Background: an optimization exercise with open tools, aiming at small area, a short achievable clock period and few clock cycles. Do not read the settings as production practice.
RTL that was checked went through simulation tests only; none was proved equivalent to the original.
Power figures rest on the tool's default switching activity, not on a simulated workload.

Design qsc_encoder, start of the top module:
module qsc_encoder (
    input  wire        clk,
    input  wire        rst,
    input  wire        cmd_valid,
    output wire        cmd_ready,
    input  wire [5:0]  cmd_width_m1,
    input  wire [5:0]  cmd_lines_m1,
    input  wire        cmd_hist_reset,
    input  wire        in_valid,
    output wire        in_ready,
    input  wire [7:0]  in_pix,
    output wire        out_valid,
    input  wire        out_ready,
    output wire [7:0]  out_data,
    output wire        done,
    output wire [14:0] nbytes
);
Size in the first run: roughly 1100 flip-flops, ~53 I/O pins, ~0.048 mm^2 of cells after synthesis.
export LEC_CHECK = 0
export ABC_AREA = 1
export CAP_MARGIN = 5
export CORE_MARGIN = 2
export CORE_UTILIZATION = 65
export CTS_BUF_LIST = sky130_fd_sc_hd__clkbuf_16
export CTS_CLUSTER_DIAMETER = 80
export CTS_CLUSTER_SIZE = 24
export SLEW_MARGIN = 5
create_clock -name core_clock -period 12.0 [get_ports {clk}]
standard.sh (not shown) runs the stock make flow with config.mk's settings and CLKGATE_MAP_FILE= SYNTH_SCRIPT=/design/flow/synth_recipe.tcl, a recipe that flattens the netlist after the stock synthesis.
==> flow/flow/run.sh <==
#!/bin/bash
# The standard layout, with two changes to how it is made:
#  - the port buffers are buf_4 cells instead of the resizer's default choice
#    (a slow delay buffer);
#  - repair_timing is asked for more setup slack than the period needs, so
#    that it sizes the paths for a shorter achieved period.
# The clock period and all constraints are the design's own.
bash standard.sh "BUFFER_PORTS_ARGS=-buffer_cell sky130_fd_sc_hd__buf_4" SETUP_SLACK_MARGIN=8.7 finish > standard.log 2>&1
Change:
--- a/flow/design.v
+++ b/flow/design.v
@@ -294,55 +294,53 @@
             rqf2  <= {2'b0, runl} + (regv ? lsel : 6'd0);
             fld2  <= !regv ? 9'd0 : esc ? {1'b1, m1} : {1'b1, m_sh};
             flen2 <= !regv ? 4'd0 : esc ? 4'd9 : ({1'b0, k_cur} + 4'd1);
             end2  <= f1_end;
         end
     end
-    localparam OW = 32;      
-    localparam TH = 24;      
-    reg [OW-1:0] obuf;
+    reg [23:0] obuf;
     reg [5:0]  fill;
     reg        pend;
     reg [8:0]  pfld;
     reg [3:0]  pflen;
     reg        pend_end;
     reg        closing;
     reg        done_r;
     reg        ov;
     reg [14:0] nbc;
-    wire        can_acc = (fill < TH) && !pend && !closing;
+    wire        can_acc = (fill < 6'd16) && !pend && !closing;
     wire        take_c  = v2 && can_acc;
     wire [5:0]  pz      = fill + {1'b0, rq2};                   
     wire [6:0]  fe_t    = {1'b0, fill} + {1'b0, rqf2};
     wire [6:0]  fe_p    = {1'b0, fill} + {3'b0, pflen};
-    wire        fits_t  = (fe_t <= OW);
-    wire        fits_p  = (fe_p <= OW);
+    wire        fits_t  = (fe_t <= 7'd24);
+    wire        fits_p  = (fe_p <= 7'd24);
     wire [8:0]  f_src   = pend ? pfld : fld2;
     wire [5:0]  f_pos   = pend ? fill : pz;
     wire        f_fits  = pend ? fits_p : fits_t;
-    wire [OW-1:0] ins_r = take_c ? ({runf2, {(OW-8){1'b0}}} >> fill) : {OW{1'b0}};
-    wire [OW-1:0] ins_f = (take_c || pend) ? ({f_src, {(OW-9){1'b0}}} >> f_pos) : {OW{1'b0}};
+    wire [23:0] ins_r   = take_c ? ({runf2, 16'd0} >> fill[3:0]) : 24'd0;
+    wire [23:0] ins_f   = (take_c || pend) ? ({f_src, 15'd0} >> f_pos) : 24'd0;
     wire        cmpl    = take_c ? fits_t : (pend && fits_p);    
     wire        c_end   = pend ? pend_end : end2;
     wire [5:0]  fa_t    = end2 ? {fe_t[5:3] + {2'b0, |fe_t[2:0]}, 3'd0} : fe_t[5:0];
     wire [5:0]  fa_p    = pend_end ? {fe_p[5:3] + {2'b0, |fe_p[2:0]}, 3'd0} : fe_p[5:0];
     wire [5:0]  fill_i  = take_c ? (fits_t ? fa_t : pz) :
                           pend   ? (fits_p ? fa_p : fill) : fill;
-    wire [OW-1:0] obuf_i = obuf | ins_r | ins_f;
+    wire [23:0] obuf_i  = obuf | ins_r | ins_f;
     wire        byte_hs = ov && out_ready;
     wire [5:0]  fill_nx = byte_hs ? {fill_i[5:3] - 3'd1, fill_i[2:0]} : fill_i;
     wire        pend_nx = take_c ? !fits_t : (pend && !fits_p);
     wire        last_b  = closing && (fill == 6'd8);
     wire        clos_nx = (last_b && byte_hs) ? 1'b0 : (cmpl && c_end) ? 1'b1 : closing;
     wire        v2_nx   = adv ? v1 : v2;
-    wire        acc_0   = take_c ? (fits_t && !end2 && fe_t < TH) :
-                          pend   ? (fits_p && !pend_end && fe_p < TH) :
-                                   (fill < TH && !closing);
-    wire        acc_1h  = take_c ? (fits_t && !end2 && fe_t < TH + 8) :
-                          pend   ? (fits_p && !pend_end && fe_p < TH + 8) :
-                                   (fill < TH + 8 && !(closing && !last_b));
+    wire        acc_0   = take_c ? (fits_t && !end2 && fe_t < 7'd16) :
+                          pend   ? (fits_p && !pend_end && fe_p < 7'd16) :
+                                   (fill < 6'd16 && !closing);
+    wire        acc_1h  = take_c ? (fits_t && !end2 && fe_t < 7'd24) :
+                          pend   ? (fits_p && !pend_end && fe_p < 7'd24) :
+                                   (fill < 6'd24 && !(closing && !last_b));
     wire        acc_1   = ov ? acc_1h : acc_0;
     wire        adv_0   = !(v2_nx && !acc_0);
     wire        adv_1   = !(v2_nx && !acc_1);
     wire        adv_nx  = out_ready ? adv_1 : adv_0;
     wire        act_0   = cmd_acc || active;
     wire        act_1   = cmd_acc || (active && !(in_rdy && last_j && last_l));
@@ -351,29 +349,29 @@
     wire        rdy_01  = act_0 && adv_1;
     wire        rdy_10  = act_1 && adv_0;
     wire        rdy_11  = act_1 && adv_1;
     wire        rdy_nx  = in_valid ? (out_ready ? rdy_11 : rdy_10) : (out_ready ? rdy_01 : rdy_00);
     wire [14:0] nbc_inc = nbc + 15'd1;
     assign out_valid = ov;
-    assign out_data  = obuf[OW-1:OW-8];
+    assign out_data  = obuf[23:16];
     assign done      = done_r;
     assign nbytes    = nbc;
     always @(posedge clk) begin
         if (rst) begin
-            obuf    <= {OW{1'b0}};
+            obuf    <= 24'd0;
             fill    <= 6'd0;
             pend    <= 1'b0;
             closing <= 1'b0;
             done_r  <= 1'b0;
             ov      <= 1'b0;
             nbc     <= 15'd0;
             adv     <= 1'b1;
             in_rdy  <= 1'b0;
             cmd_rdy <= 1'b1;
         end else begin
-            obuf    <= byte_hs ? {obuf_i[OW-9:0], 8'd0} : obuf_i;
+            obuf    <= byte_hs ? {obuf_i[15:0], 8'd0} : obuf_i;
             fill    <= fill_nx;
             pend    <= pend_nx;
             ov      <= (fill_nx >= 6'd8);
             done_r  <= last_b && byte_hs;
             closing <= clos_nx;
             nbc     <= done_r ? 15'd0 : byte_hs ? nbc_inc : nbc;
=> The changed run went through all stages and came out clean; hold slack is worse by 0.0048 ns; combinational power goes down by 11%; synthesized area decreases by 1.5%; final area fell by 2.5%; clock power decreases by about 5%; setup slack gains 0.018 ns; non-clock buffer count shrinks by 26; first-iteration DRC count falls by 23%; total power shrinks by 5.3%; clock skew increases by 0.0046 ns; core utilization goes down by 0.51 points; routed wire length shrinks by 5.4%; via count went down by 3.8%; critical path depth is unchanged.
Testbench counts after the change, summed over its fixed seeds: cycles 139,132.
For the first run of this note, only the layout was checked, not whether the RTL still works.

## separate check: timing with driven ports
No port has a modelled driver above. Below, the same layouts with a new extraction and two added sets of constraints.
Step 1: set_driving_cell puts a clkbuf_16 on clk and a buf_2 on each other input, an assumption about the parent block.
Step 2 adds t to the input delays and takes it off the output delays; t is the mean of the earliest and latest rising clock arrival at the registers after step 1. Input paths then give back, and output paths get back, about the clock's delay inside the block.
Slacks: no drivers / after step 1 / after step 2; pairs: no drivers / after step 1.
run	shift t [ns]	setup slack, ns	slew at the worst register clock pin (ns)	worst slew at a driven data input, ns	pins driven straight from the clock port
the first run	0.718	8.470 / 8.400 / 8.113	0.10 / 0.10	0.05	1
the second run	0.706	8.488 / 8.415 / 8.072	0.10 / 0.10	0.09	1
After both steps setup and hold are still met in every run listed. For the second run, which loses most, drivers alone change the setup slack by -0.073 ns; drivers and shift together by -0.416 ns.
